From an optimization exercise on the open Yosys and OpenROAD flow, aimed at small area, a short achievable clock period and few clock cycles; shortcuts taken in it are not production practice. RTL that was checked went through simulation tests only; none was proved equivalent to the original. Power and IR drop assume default switching activity.

==> module flush_cvt_add7, before the edit <==
module flush_cvt_add7 (
    input  wire [6:0] a,
    input  wire [6:0] b,
    output wire [6:0] s
);
    wire [6:0] g0 = a & b;
    wire [6:0] p0 = a ^ b;
    wire [6:0] g1, p1;
    assign g1[0] = g0[0];                          assign p1[0] = p0[0];
    assign g1[1] = g0[1] | (p0[1] & g0[0]);        assign p1[1] = p0[1] & p0[0];
    assign g1[2] = g0[2];                          assign p1[2] = p0[2];
    assign g1[3] = g0[3] | (p0[3] & g0[2]);        assign p1[3] = p0[3] & p0[2];
    assign g1[4] = g0[4];                          assign p1[4] = p0[4];
    assign g1[5] = g0[5] | (p0[5] & g0[4]);        assign p1[5] = p0[5] & p0[4];
    assign g1[6] = g0[6];                          assign p1[6] = p0[6];
    wire [6:0] g2;
    assign g2[1:0] = g1[1:0];
    assign g2[2] = g1[2] | (p1[2] & g1[1]);
    assign g2[3] = g1[3] | (p1[3] & g1[1]);
    assign g2[5:4] = g1[5:4];
    assign g2[6] = g1[6] | (p1[6] & g1[5]);
    wire [6:0] p2;
    assign p2[4] = p1[4];
    assign p2[5] = p1[5];
    assign p2[6] = p1[6] & p1[5];
    wire [6:0] c;                                   
    assign c[3:0] = g2[3:0];
    assign c[4] = g2[4] | (p2[4] & g2[3]);
    assign c[5] = g2[5] | (p2[5] & g2[3]);
    assign c[6] = g2[6] | (p2[6] & g2[3]);
    assign s = p0 ^ {c[5:0], 1'b0};
endmodule
==> module flush_cvt_s1, before the edit <==
module flush_cvt_s1 (
    input  wire [95:0] acc,
    input  wire [7:0]  level,
    input  wire [3:0]  fmt,
    output wire [63:0] win,        
    output wire        neg,
    output wire        zero,       
    output wire        sticky,     
    output wire        hix,        
    output wire [8:0]  zexp        
);
    wire [9:0]         oh;
    wire               is_int, known;
    wire [4:0]         pm1;
    wire signed [7:0]  emin;
    flush_cvt_fmt u_fmt (.fmt(fmt), .oh(oh), .is_int(is_int), .known(known), .pm1(pm1),
                         .emin(emin));
    assign neg = acc[95];
    wire [6:0] q;
    wire       nz;
    wire [95:0] dv = {acc[95:1] ^ acc[94:0], acc[0]};
    flush_cvt_penc #(.LG(7), .MSB(1)) u_lead (.v({32'd0, dv}), .pos(q), .any(nz));
    assign zero = ~nz;
    wire signed [9:0] t    = 10'sd80 - {{2{level[7]}}, level};              
    wire signed [9:0] c_sb = {{2{emin[7]}}, emin} - {5'd0, pm1};           
    wire signed [9:0] c_zb = 10'sd32 - {{2{emin[7]}}, emin};                
    wire signed [9:0] s_ls = is_int ? t : (t + c_sb);
    wire [7:0]        s_lc = s_ls[9] ? 8'd0 : (s_ls > 10'sd160) ? 8'd160 : s_ls[7:0];
    wire [6:0]        s_nrm;                                                 
    flush_cvt_add7 u_add (.a(q), .b(7'd31 - {2'd0, pm1}), .s(s_nrm));
    wire signed [9:0] u    = t - c_zb;                                    
    wire [9:0]        zb   = {3'd0, q} - u;
    wire              normal = u[9] | ((u[9:7] == 3'd0) & (q > u[6:0]));
    wire              sel_l = is_int | ~normal;
    wire [7:0]        s    = {sel_l & s_lc[7], sel_l ? s_lc[6:0] : s_nrm};
    assign hix = t[9] | ((t[9:7] == 3'd0) & (q > t[6:0]));
    wire [318:0] t0 = {{159{neg}}, acc, 64'd0};
    wire [190:0] t7 = s[7] ? t0[128 +: 191] : t0[0 +: 191];
    wire [126:0] t6 = s[6] ? t7[64 +: 127]  : t7[0 +: 127];
    wire [94:0]  t5 = s[5] ? t6[32 +: 95]   : t6[0 +: 95];
    wire [78:0]  t4 = s[4] ? t5[16 +: 79]   : t5[0 +: 79];
    wire [70:0]  t3 = s[3] ? t4[8 +: 71]    : t4[0 +: 71];
    wire [66:0]  t2 = s[2] ? t3[4 +: 67]    : t3[0 +: 67];
    wire [64:0]  t1 = s[1] ? t2[2 +: 65]    : t2[0 +: 65];
    assign win      = s[0] ? t1[1 +: 64]    : t1[0 +: 64];
    wire d7 = s[7] & (|acc[63:0]);
    wire d6 = s[6] & (|t7[63:0]);
    wire d5 = s[5] & (|t6[31:0]);
    wire d4 = s[4] & (|t5[15:0]);
    wire d3 = s[3] & (|t4[7:0]);
    wire d2 = s[2] & (|t3[3:0]);
    wire d1 = s[1] & (|t2[1:0]);
    wire d0 = s[0] & t1[0];
    assign sticky = d7 | d6 | d5 | d4 | d3 | d2 | d1 | d0;
    assign zexp = normal ? zb[8:0] : 9'd0;
endmodule
clock: 34.0 ns
lec_check: 0
cap_margin: 20
core_margin: 2
core_utilization: 60
place_density: 0.75
slew_margin: 20
standard.sh (not shown) runs the stock make flow with config.mk's settings and CLKGATE_MAP_FILE= SYNTH_SCRIPT=/design/flow/synth_recipe.tcl, a recipe that flattens the netlist after the stock synthesis.
==> flow/flow/run.sh <==
#!/bin/bash
# Standard layout (standard.sh, the standard flow's own ORFS run) with these changes:
#  - synthesis maps with flow/area.abc (ABC's &nf mapper) instead of ORFS's
#    ABC script; the rest of synthesis is synth_recipe.tcl unchanged, so the
#    registers and their names are those of the standard synthesis;
#  - ports are buffered with buf_1 cells instead of clkdlybuf4s50_1;
#  - clock tree: larger sink clusters driven by clkbuf_8, no dummy loads;
#  - timing repair aims for setup slack above SETUP_SLACK_MARGIN.
# make's output goes to make.log here; ORFS keeps each step's log under
# orfs/logs/.
set -euo pipefail
HERE=$(pwd)
export MY_ABC_SCRIPT=$HERE/flow/area.abc
export FLOW_SYNTH_TCL=$HERE/synth_recipe.tcl
bash standard.sh finish SYNTH_SCRIPT=$HERE/flow/synth.tcl \
  SETUP_SLACK_MARGIN=25.8 \
  "BUFFER_PORTS_ARGS=-buffer_cell sky130_fd_sc_hd__buf_1" \
  "CTS_ARGS=-sink_clustering_enable -repair_clock_nets -dont_use_dummy_load -root_buf sky130_fd_sc_hd__clkbuf_16 -buf_list sky130_fd_sc_hd__clkbuf_8 -sink_clustering_size 16 -sink_clustering_max_diameter 60" \
  > make.log 2>&1
==> flow/flow/area.abc <==
strash
&get -n
&fraig -x
&put
scorr
dc2
strash
&get -n
&dch -f
&nf -R 1000
&put
==> flow/flow/synth.tcl <==
# synth_recipe.tcl, with the liberty mapping done by our ABC script.
proc abc {args} {
  set i [lsearch -exact $args -script]
  if {$i >= 0} { set args [lreplace $args $i [expr {$i + 1}]] }
  set j [lsearch -exact $args -D]
  if {$j >= 0} { set args [lreplace $args $j [expr {$j + 1}]] }
  yosys abc -script $::env(MY_ABC_SCRIPT) {*}$args
}
source $::env(FLOW_SYNTH_TCL)
The starting point finished with timing, DRC and antenna clean.
Testbench counts at the start, summed over its fixed seeds: cycles 16,024.
Change:
--- a/flow/design.v
+++ b/flow/design.v
@@ -106,44 +106,12 @@
                 end
             end
         end
     endgenerate
     assign s = a ^ lv[5].pa[31:0];
 endmodule
-module flush_cvt_add7 (
-    input  wire [6:0] a,
-    input  wire [6:0] b,
-    output wire [6:0] s
-);
-    wire [6:0] g0 = a & b;
-    wire [6:0] p0 = a ^ b;
-    wire [6:0] g1, p1;
-    assign g1[0] = g0[0];                          assign p1[0] = p0[0];
-    assign g1[1] = g0[1] | (p0[1] & g0[0]);        assign p1[1] = p0[1] & p0[0];
-    assign g1[2] = g0[2];                          assign p1[2] = p0[2];
-    assign g1[3] = g0[3] | (p0[3] & g0[2]);        assign p1[3] = p0[3] & p0[2];
-    assign g1[4] = g0[4];                          assign p1[4] = p0[4];
-    assign g1[5] = g0[5] | (p0[5] & g0[4]);        assign p1[5] = p0[5] & p0[4];
-    assign g1[6] = g0[6];                          assign p1[6] = p0[6];
-    wire [6:0] g2;
-    assign g2[1:0] = g1[1:0];
-    assign g2[2] = g1[2] | (p1[2] & g1[1]);
-    assign g2[3] = g1[3] | (p1[3] & g1[1]);
-    assign g2[5:4] = g1[5:4];
-    assign g2[6] = g1[6] | (p1[6] & g1[5]);
-    wire [6:0] p2;
-    assign p2[4] = p1[4];
-    assign p2[5] = p1[5];
-    assign p2[6] = p1[6] & p1[5];
-    wire [6:0] c;                                   
-    assign c[3:0] = g2[3:0];
-    assign c[4] = g2[4] | (p2[4] & g2[3]);
-    assign c[5] = g2[5] | (p2[5] & g2[3]);
-    assign c[6] = g2[6] | (p2[6] & g2[3]);
-    assign s = p0 ^ {c[5:0], 1'b0};
-endmodule
 module flush_cvt_s1 (
     input  wire [95:0] acc,
     input  wire [7:0]  level,
     input  wire [3:0]  fmt,
     output wire [63:0] win,        
     output wire        neg,
@@ -166,14 +134,13 @@
     assign zero = ~nz;
     wire signed [9:0] t    = 10'sd80 - {{2{level[7]}}, level};              
     wire signed [9:0] c_sb = {{2{emin[7]}}, emin} - {5'd0, pm1};           
     wire signed [9:0] c_zb = 10'sd32 - {{2{emin[7]}}, emin};                
     wire signed [9:0] s_ls = is_int ? t : (t + c_sb);
     wire [7:0]        s_lc = s_ls[9] ? 8'd0 : (s_ls > 10'sd160) ? 8'd160 : s_ls[7:0];
-    wire [6:0]        s_nrm;                                                 
-    flush_cvt_add7 u_add (.a(q), .b(7'd31 - {2'd0, pm1}), .s(s_nrm));
+    wire [6:0]        s_nrm = q + (7'd31 - {2'd0, pm1});                   
     wire signed [9:0] u    = t - c_zb;                                    
     wire [9:0]        zb   = {3'd0, q} - u;
     wire              normal = u[9] | ((u[9:7] == 3'd0) & (q > u[6:0]));
     wire              sel_l = is_int | ~normal;
     wire [7:0]        s    = {sel_l & s_lc[7], sel_l ? s_lc[6:0] : s_nrm};
     assign hix = t[9] | ((t[9:7] == 3'd0) & (q > t[6:0]));
Effect: Cell area goes down slightly; wire length rose by a few percent; worst hold slack got worse by 0.0081 ns; critical path depth shrinks by 3; setup slack is worse by 0.11 ns; area after synthesis barely changes; total power climbs by a few percent; utilization falls by 0.49 points; non-clock buffer count decreases by 13; first-iteration DRC count shrinks by a few percent; flip-flop and latch count stays the same; global-route usage is higher by 2.0 points; clock skew barely changes; via count climbs slightly.
Function not checked in the second run of this note: the RTL went through the layout flow alone.

---

flush_cvt, a different RTL version from the one above (not shown whole).
Size in the first run: about 2,200 cells after synthesis, about 290 flip-flops.
==> module flush_cvt_cout, before the edit <==
module flush_cvt_cout (
    input  wire [31:0] a,
    input  wire [31:0] b,
    input  wire        ci,
    output wire        co
);
    wire [31:0] g0 = (a & b) | {31'd0, (a[0] | b[0]) & ci};
    wire [31:0] p0 = a | b;
    genvar l, i;
    generate
        for (l = 1; l <= 5; l = l + 1) begin : lv
            wire [(32>>l)-1:0] g, p;
            for (i = 0; i < (32 >> l); i = i + 1) begin : nd
                if (l == 1) begin : leaf
                    assign g[i] = g0[2*i+1] | (p0[2*i+1] & g0[2*i]);
                    assign p[i] = p0[2*i+1] & p0[2*i];
                end else begin : node
                    assign g[i] = lv[l-1].g[2*i+1] | (lv[l-1].p[2*i+1] & lv[l-1].g[2*i]);
                    assign p[i] = lv[l-1].p[2*i+1] & lv[l-1].p[2*i];
                end
            end
        end
    endgenerate
    assign co = lv[5].g[0];
endmodule
==> module flush_cvt_inc, before the edit <==
module flush_cvt_inc (
    input  wire [31:0] a,
    input  wire        ci,
    output wire [31:0] s
);
    wire [32:0] t0 = {a, ci};            
    genvar l, i;
    generate
        for (l = 0; l < 6; l = l + 1) begin : lv
            wire [32:0] pa;              
            for (i = 0; i < 33; i = i + 1) begin : nd
                if (l == 0) begin : first
                    if (i % 2 == 1) begin : odd
                        assign pa[i] = t0[i] & t0[i-1];
                    end else begin : even
                        assign pa[i] = t0[i];
                    end
                end else begin : rest
                    if ((i >> l) % 2 == 1) begin : hi
                        assign pa[i] = lv[l-1].pa[i] & lv[l-1].pa[((i >> l) << l) - 1];
                    end else begin : keep
                        assign pa[i] = lv[l-1].pa[i];
                    end
                end
            end
        end
    endgenerate
    assign s = a ^ lv[5].pa[31:0];
endmodule
==> flow/config.mk <==
export PLATFORM = sky130hd
export DESIGN_NAME = flush_cvt
export DESIGN_NICKNAME = flush_cvt
export VERILOG_FILES = /design/flow/design.v
export SDC_FILE = /design/flow/constraint.sdc
export NUM_CORES = 4
export LEC_CHECK = 0
export CAP_MARGIN = 20
export CORE_MARGIN = 2
export CORE_UTILIZATION = 60
export PLACE_DENSITY = 0.75
export SLEW_MARGIN = 20
==> flow/constraint.sdc <==
create_clock -name core_clock -period 34.0 [get_ports {clk}]
set_input_delay 6.8000 -clock core_clock [delete_from_list [all_inputs] [get_ports {clk}]]
set_output_delay 6.8000 -clock core_clock [all_outputs]
set_load 0.01 [all_outputs]
==> flow/flow/run.sh <==
#!/bin/bash
# Standard layout (standard.sh, the standard flow's own ORFS run) with these changes:
#  - synthesis maps with flow/area.abc (ABC's &nf mapper) instead of ORFS's
#    ABC script; the rest of synthesis is synth_recipe.tcl unchanged, so the
#    registers and their names are those of the standard synthesis;
#  - ports are buffered with buf_1 cells instead of clkdlybuf4s50_1;
#  - clock tree: larger sink clusters driven by clkbuf_8, no dummy loads;
#  - timing repair aims for setup slack above SETUP_SLACK_MARGIN.
# make's output goes to make.log here; ORFS keeps each step's log under
# orfs/logs/.
set -euo pipefail
HERE=$(pwd)
export MY_ABC_SCRIPT=$HERE/flow/area.abc
export FLOW_SYNTH_TCL=$HERE/synth_recipe.tcl
bash standard.sh finish SYNTH_SCRIPT=$HERE/flow/synth.tcl \
  SETUP_SLACK_MARGIN=26.2 \
  "BUFFER_PORTS_ARGS=-buffer_cell sky130_fd_sc_hd__buf_1" \
  "CTS_ARGS=-sink_clustering_enable -repair_clock_nets -dont_use_dummy_load -root_buf sky130_fd_sc_hd__clkbuf_16 -buf_list sky130_fd_sc_hd__clkbuf_8 -sink_clustering_size 16 -sink_clustering_max_diameter 60" \
  > make.log 2>&1
==> flow/flow/area.abc <==
strash
&get -n
&fraig -x
&put
scorr
dc2
strash
&get -n
&dch -f
&nf
&put
Scripts as last shown in full above: flow/flow/synth.tcl
Testbench counts at the start, summed over its fixed seeds: cycles 16,024.
Next try:
--- a/flow/design.v
+++ b/flow/design.v
@@ -60,9 +60,9 @@
     input  wire [31:0] b,
     input  wire        ci,
     output wire        co
 );
-    wire [31:0] g0 = (a & b) | {31'd0, (a[0] | b[0]) & ci};
+    wire [31:0] g0 = a & b;
     wire [31:0] p0 = a | b;
     genvar l, i;
     generate
         for (l = 1; l <= 5; l = l + 1) begin : lv
@@ -77,26 +77,25 @@
                 end
             end
         end
     endgenerate
-    assign co = lv[5].g[0];
+    assign co = lv[5].g[0] | (lv[5].p[0] & ci);
 endmodule
 module flush_cvt_inc (
     input  wire [31:0] a,
     input  wire        ci,
     output wire [31:0] s
 );
-    wire [32:0] t0 = {a, ci};            
     genvar l, i;
     generate
-        for (l = 0; l < 6; l = l + 1) begin : lv
-            wire [32:0] pa;              
-            for (i = 0; i < 33; i = i + 1) begin : nd
+        for (l = 0; l < 5; l = l + 1) begin : lv
+            wire [31:0] pa;              
+            for (i = 0; i < 32; i = i + 1) begin : nd
                 if (l == 0) begin : first
                     if (i % 2 == 1) begin : odd
-                        assign pa[i] = t0[i] & t0[i-1];
+                        assign pa[i] = a[i] & a[i-1];
                     end else begin : even
-                        assign pa[i] = t0[i];
+                        assign pa[i] = a[i];
                     end
                 end else begin : rest
                     if ((i >> l) % 2 == 1) begin : hi
                         assign pa[i] = lv[l-1].pa[i] & lv[l-1].pa[((i >> l) << l) - 1];
@@ -106,9 +105,9 @@
                 end
             end
         end
     endgenerate
-    assign s = a ^ lv[5].pa[31:0];
+    assign s = a ^ ({lv[4].pa[30:0], 1'b1} & {32{ci}});
 endmodule
 module flush_cvt_add7 (
     input  wire [6:0] a,
     input  wire [6:0] b,
What happened: Routed wire length goes up by about 3.6%. Sequential power goes up by about 0.8%. Global-route usage goes up by 1.7 points. Setup slack hardly moves. Maximum frequency stays flat. Non-clock buffer count goes up by 9. Total power goes up by 0.53%. Sequential share of layout area goes up by 0.26 points. Final cell count goes up by 1.4%. Clock skew is about the same. Core utilization goes up by 1.5 points. Die area goes down by about 2.5%. First-iteration DRC count goes up by about 18%.
Testbench counts after the change, summed over its fixed seeds: cycles 16,024.

## what the ideal ports hide
The results above use ideal ports. As a check the final layouts listed here were re-extracted and re-timed, cells and wires unchanged. Step 1, drivers: a clkbuf_16 drives clk and a buf_2 each remaining input, both assumed. Step 2 adds t to the input delays and takes it off the output delays; t is the mean of the earliest and latest rising clock arrival at the registers after step 1. Input paths then give back, and output paths get back, about the clock's delay inside the block. a / b / c = ideal ports / drivers / drivers and shift; a / b = the first two.
run | t (ns) | setup WS [ns] | latest minus earliest clock arrival (ns) | worst slew at a driven data input, ns
the first run of note 1 | 0.575 | 25.986 / 25.986 / 25.986 | 0.067 / 0.067 | 0.06
the second run of note 1 | 0.591 | 25.872 / 25.872 / 25.872 | 0.064 / 0.064 | 0.06
the first run of note 2 | 0.548 | 26.226 / 26.170 / 25.813 | 0.069 / 0.069 | 0.04
the second run of note 2 | 0.555 | 26.228 / 26.169 / 25.844 | 0.064 / 0.064 | 0.04
After both steps setup and hold are still met in every run listed. The setup slack of the first run of note 2, which loses most, moves by -0.056 ns with the drivers and by -0.413 ns with both steps.
